Source: an optimization exercise on an open RTL-to-GDS flow (aim: small area, a short achievable clock period and few clock cycles per item). Production flows keep margins and buffers that such runs may drop.
Where RTL was checked, it was by simulation tests only, not by an equivalence proof against the original.
Power is estimated from default activity; no workload was simulated.

Design sfl_rs_dec, start of the top module:
module sfl_rs_dec (
    input  wire       clk,
    input  wire       rst,
    input  wire       in_valid,
    output reg        in_ready,
    input  wire [9:0] in_sym,
    input  wire       in_short,
    output reg        err_valid,
    output reg  [9:0] err_pos,
    output wire [9:0] err_val,
    output reg        done,
    output reg        fail,
    output reg  [4:0] nerr
);
Size: roughly 7300 cells after synthesis, ~43 I/O pins, ~77000 um^2 of cells after synthesis.
Settings: LEC_CHECK=0, CAP_MARGIN=10, CORE_MARGIN=2, CORE_UTILIZATION=30, CTS_CLUSTER_DIAMETER=60, CTS_CLUSTER_SIZE=30, PLACE_DENSITY=0.5, SETUP_SLACK_MARGIN=5, SLEW_MARGIN=10, SYNTH_MEMORY_MAX_BITS=16384; clock period 10.0 ns.
run.sh (not shown) runs the stock make flow with config.mk's settings and CLKGATE_MAP_FILE= SYNTH_SCRIPT=/design/flow/synth_recipe.tcl, a recipe that flattens the netlist after the stock synthesis.
The baseline went through all stages and came out clean.
Edit:
--- a/flow/design.v
+++ b/flow/design.v
@@ -134,14 +134,13 @@
     reg        rfirst;           
     reg        r_short;          
     reg        sfull;            
     reg        s_short;          
     reg  [9:0] sym_r;            
     reg        v_r, f_r, l_r;
-    reg        r_blk;
-    wire       accept   = in_valid & ~r_blk;
+    wire       accept   = in_valid & in_ready;
     wire       r_last   = ~rfirst & (rcnt == (r_short ? 10'd230 : 10'd543));
     wire       last_acc = accept & r_last;
     reg        sI, sN, sD, sF, sG, sU, sO, sW;
     wire       kes_idle = sI;
     reg        xfer;             
     wire [9:0] syn_next [0:NSYN-1];
@@ -185,13 +184,12 @@
     reg        szero_r;
     reg        sc_en;            
     reg        sc_rot, sc_clr;   
     reg  [1:0] ph;               
     reg  [1:0] phn;              
     wire [4:0] kw = kr - 5'd1;   
-    wire       o_last = (kr == L);
     wire [9:0] mul_out [0:3];
     wire [9:0] lam_new [0:3];
     wire [9:0] xsel    [0:3];
     wire [9:0] bs_new  [0:3];
     generate
         for (g = 0; g < 4; g = g + 1) begin : g_lane
@@ -199,14 +197,13 @@
             assign lam_new[g] = sU ? (lam[g] ^ mul_out[g]) :
                                 sN ? {9'd0, ph == 2'd0 && g == 0} : lam[g];
             assign xsel[g]    = (sU & chg) ? lam[g] : bs[g];
             wire [9:0] xprev  = (g != 0) ? xsel[(g == 0) ? 0 : g - 1] :
                                 (ph == 2'd0) ? 10'd0 :
                                 (kc == 2'd0) ? ((sU & chg) ? lam[15] : bs[15]) : carry;
-            wire [9:0] om_wr  = (sO && (kr != 5'd0) && (ph == kw[3:2]) && (kw[1:0] == g)) ? om_r :
-                                (sO && o_last && ({1'b0, ph, 2'd0} + g >= L)) ? 10'd0 : bs[g];
+            wire [9:0] om_wr  = (sO && (kr != 5'd0) && (ph == kw[3:2]) && (kw[1:0] == g)) ? om_r : bs[g];
             assign bs_new[g]  = (sU | (sD & shft)) ? xprev :
                                 sN ? {9'd0, ph == 2'd0 && g == 1} : om_wr;
         end
     endgenerate
     wire [9:0] dsum = mul_out[0] ^ mul_out[1] ^ mul_out[2] ^ mul_out[3] ^ ((kc == 2'd0) ? 10'd0 : acc);
     wire       pre_bs  = sG | (sU && kc != 2'd3);
@@ -283,14 +280,13 @@
                 sb_r <= gf_sq(betr);
                 sF   <= 1'b0;
                 if (acc != 10'd0)
                     sG <= 1'b1;
                 else if (kr == 5'd29) begin
                     kr <= 5'd0;
-                    if (L > 5'd15) sW <= 1'b1;
-                    else           sO <= 1'b1;
+                    sO <= 1'b1;
                 end else begin
                     kr   <= kr + 5'd1;
                     shft <= 1'b1;
                     sD   <= 1'b1;
                 end
             end
@@ -311,27 +307,26 @@
                 carry <= xsel[3];
                 kc    <= kc + 2'd1;
                 if (kc == 2'd3) begin
                     sU <= 1'b0;
                     if (kr == 5'd29) begin
                         kr <= 5'd0;
-                        if (L > 5'd15) sW <= 1'b1;
-                        else           sO <= 1'b1;
+                        sO <= 1'b1;
                     end else begin
                         kr <= kr + 5'd1;
                         sD <= 1'b1;
                     end
                 end
             end
             if (sO) begin
                 acc <= dsum;
                 kc  <= kc + 2'd1;
                 if (kc == 2'd3) begin
                     om_r <= dsum;
                     kr   <= kr + 5'd1;
-                    if (o_last) begin
+                    if (kr == 5'd15) begin
                         sO <= 1'b0;
                         sW <= 1'b1;
                     end
                 end
             end
             if (ld) begin
@@ -388,20 +383,18 @@
             rfirst   <= 1'b1;
             sfull    <= 1'b0;
             xfer     <= 1'b0;
             sc_en    <= 1'b0;
             v_r      <= 1'b0;
             in_ready <= 1'b1;
-            r_blk    <= 1'b0;
         end else begin
             v_r      <= accept;
             sfull    <= sfull_n;
             xfer     <= xfer_n;
             sc_en    <= xfer_n | ((sD | sO) && kc == 2'd1);
             in_ready <= ~rfirst_n | ~(sfull_nn & ~sI_nn);
-            r_blk    <= rfirst_n & sfull_nn & ~sI_nn;
             if (accept) begin
                 if (rfirst)
                     r_short <= in_short;
                 if (r_last) begin
                     rcnt   <= 10'd0;
                     rfirst <= 1'b1;
Via count is lower by a few percent.
Total power is higher slightly.
Worst setup slack gets better by 0.016 ns.
Cell count is lower slightly.
Die area is lower slightly.
Critical path depth does not change.
Hold slack gets better by 0.0062 ns.
No run of this note included a check of the RTL's function; only the layout flow was run.


== the previous run ==
Another version of the RTL of sfl_rs_dec (not shown whole).
Size in the first run: roughly 43 I/O pins, roughly 77000 um^2 of cells after synthesis.
export LEC_CHECK = 0
export CAP_MARGIN = 10
export CORE_MARGIN = 2
export CORE_UTILIZATION = 30
export CTS_CLUSTER_DIAMETER = 60
export CTS_CLUSTER_SIZE = 30
export PLACE_DENSITY = 0.5
export SETUP_SLACK_MARGIN = 5
export SLEW_MARGIN = 10
export SYNTH_MEMORY_MAX_BITS = 16384
create_clock -name core_clock -period 10.0 [get_ports {clk}]
The previous run closes out successfully: all stages finished, all timing, DRC and antenna checks passed.
Testbench counts of the previous run, summed over its fixed seeds: cycles 104,499, codewords 192.
What the current run does differently from the previous run at the input level:
-- flow/design.v --
<<< the previous run, line 138
    reg  [9:0] sym_r;            
    reg        v_r, f_r, l_r;
    reg        r_blk;
    wire       accept   = in_valid & ~r_blk;
    wire       r_last   = ~rfirst & (rcnt == (r_short ? 10'd230 : 10'd543));
    wire       last_acc = accept & r_last;
>>> the current run, line 138
    reg  [9:0] sym_r;            
    reg        v_r, f_r, l_r;
    wire       accept   = in_valid & in_ready;
    wire       r_last   = ~rfirst & (rcnt == (r_short ? 10'd230 : 10'd543));
    wire       last_acc = accept & r_last;
<<< the previous run, line 181
    reg  [1:0] kc;               
    reg        chg;
    reg        shft;             
    reg        k_short;
    reg        szero_r;
>>> the current run, line 180
    reg  [1:0] kc;               
    reg        chg;
    reg        k_short;
    reg        szero_r;
<<< the previous run, line 198
            assign lam_new[g] = sU ? (lam[g] ^ mul_out[g]) :
                                sN ? {9'd0, ph == 2'd0 && g == 0} : lam[g];
            assign xsel[g]    = (sU & chg) ? lam[g] : bs[g];
            wire [9:0] xprev  = (g != 0) ? xsel[(g == 0) ? 0 : g - 1] :
                                (ph == 2'd0) ? 10'd0 :
                                (kc == 2'd0) ? ((sU & chg) ? lam[15] : bs[15]) : carry;
            wire [9:0] om_wr  = (sO && (kr != 5'd0) && (ph == kw[3:2]) && (kw[1:0] == g)) ? om_r : bs[g];
            assign bs_new[g]  = (sU | (sD & shft)) ? xprev :
                                sN ? {9'd0, ph == 2'd0 && g == 1} : om_wr;
        end
>>> the current run, line 196
            assign lam_new[g] = sU ? (lam[g] ^ mul_out[g]) :
                                sN ? {9'd0, ph == 2'd0 && g == 0} : lam[g];
            assign xsel[g]    = chg ? lam[g] : bs[g];
            wire [9:0] xprev  = (g != 0) ? xsel[(g == 0) ? 0 : g - 1] :
                                (ph == 2'd0) ? 10'd0 :
                                (kc == 2'd0) ? (chg ? lam[15] : bs[15]) : carry;
            wire [9:0] om_wr  = (sO && (kr != 5'd0) && (ph == kw[3:2]) && (kw[1:0] == g)) ? om_r : bs[g];
            assign bs_new[g]  = sU ? xprev :
                                sN ? {9'd0, ph == 2'd0 && g == 1} : om_wr;
        end
<<< the previous run, line 252
                k_short <= s_short;
                szero_r <= szero;
                shft    <= 1'b0;
                sI      <= 1'b0;
                sN      <= 1'b1;
>>> the current run, line 250
                k_short <= s_short;
                szero_r <= szero;
                sI      <= 1'b0;
                sN      <= 1'b1;
<<< the previous run, line 264
            end
            if (sD) begin
                acc   <= dsum;
                kc    <= kc + 2'd1;
                carry <= xsel[3];
                if (kc == 2'd3)
                    shft <= 1'b0;
                if (szero_r) begin
                    sD <= 1'b0;
>>> the current run, line 261
            end
            if (sD) begin
                acc <= dsum;
                kc  <= kc + 2'd1;
                if (szero_r) begin
                    sD <= 1'b0;
<<< the previous run, line 281
                sb_r <= gf_sq(betr);
                sF   <= 1'b0;
                if (acc != 10'd0)
                    sG <= 1'b1;
                else if (kr == 5'd29) begin
                    kr <= 5'd0;
                    sO <= 1'b1;
                end else begin
                    kr   <= kr + 5'd1;
                    shft <= 1'b1;
                    sD   <= 1'b1;
                end
            end
            if (sG) begin
>>> the current run, line 275
                sb_r <= gf_sq(betr);
                sF   <= 1'b0;
                sG   <= 1'b1;
            end
            if (sG) begin
<<< the previous run, line 388
            v_r      <= 1'b0;
            in_ready <= 1'b1;
            r_blk    <= 1'b0;
        end else begin
            v_r      <= accept;
>>> the current run, line 373
            v_r      <= 1'b0;
            in_ready <= 1'b1;
        end else begin
            v_r      <= accept;
<<< the previous run, line 395
            sc_en    <= xfer_n | ((sD | sO) && kc == 2'd1);
            in_ready <= ~rfirst_n | ~(sfull_nn & ~sI_nn);
            r_blk    <= rfirst_n & sfull_nn & ~sI_nn;
            if (accept) begin
                if (rfirst)
>>> the current run, line 379
            sc_en    <= xfer_n | ((sD | sO) && kc == 2'd1);
            in_ready <= ~rfirst_n | ~(sfull_nn & ~sI_nn);
            if (accept) begin
                if (rfirst)
==> comparison <==
~same die width in the previous run and the current run
Looking at the previous run and the current run, the synthesized cell count is a wash.
Between the previous run and the current run, the difference in xor and xnor fraction of the mapped netlist area is negligible.
The final layout from the current run, which completed every stage, passed the timing, DRC and antenna checks at the end of the flow.
On final instance area, the previous run and the current run are neck and neck.
A uppermost metal layer occupied by signal nets of met4 is what the previous run shows, while met5 belongs to the current run.
The current run vs. the previous run: initial core utilization level; post-synthesis to final-layout area growth level; power dissipated in combinational cells moved down; average footprint of a synthesized cell level; ratio of routed vias to standard cells level.
Number of signal-net buffers in the layout: the current run > the previous run
From the previous run to the current run the numbers moved as follows: worst setup slack decreased 0.014 ns; final net count decreased 25; clock power share increased 0.2 points.
Testbench counts of the current run, summed over its fixed seeds: cycles 105,239, codewords 192.

[afterwards: timing with drivers on the ports]
Ports are ideal in the flow. The routed layouts listed here were re-timed in OpenROAD.
Step 1: set_driving_cell puts a clkbuf_16 on clk and a buf_2 on each other input, an assumption about the parent block.
Step 2 also shifts input and output timing later by t, the mid clock arrival at the registers, as if the neighbouring blocks saw the same clock.
a / b / c = ideal / step 1 / step 2; a / b = the first two.
run	shift t [ns]	slack for setup (ns)	worst hold slack (ns)	clock arrival spread, ns
the first run of note 1	0.930	6.099 / 6.005 / 6.150	0.310 / 0.310 / 0.310	0.119 / 0.118
the second run of note 1	0.901	6.115 / 6.023 / 6.212	0.316 / 0.316 / 0.316	0.069 / 0.069
the previous run	0.876	6.231 / 6.140 / 6.293	0.330 / 0.330 / 0.330	0.098 / 0.098
the current run	0.887	6.218 / 6.127 / 5.778	0.302 / 0.302 / 0.302	0.062 / 0.062
After both steps setup and hold are still met in every run listed. The setup slack of the current run, which loses most, moves by -0.091 ns with the drivers and by -0.440 ns with both steps.
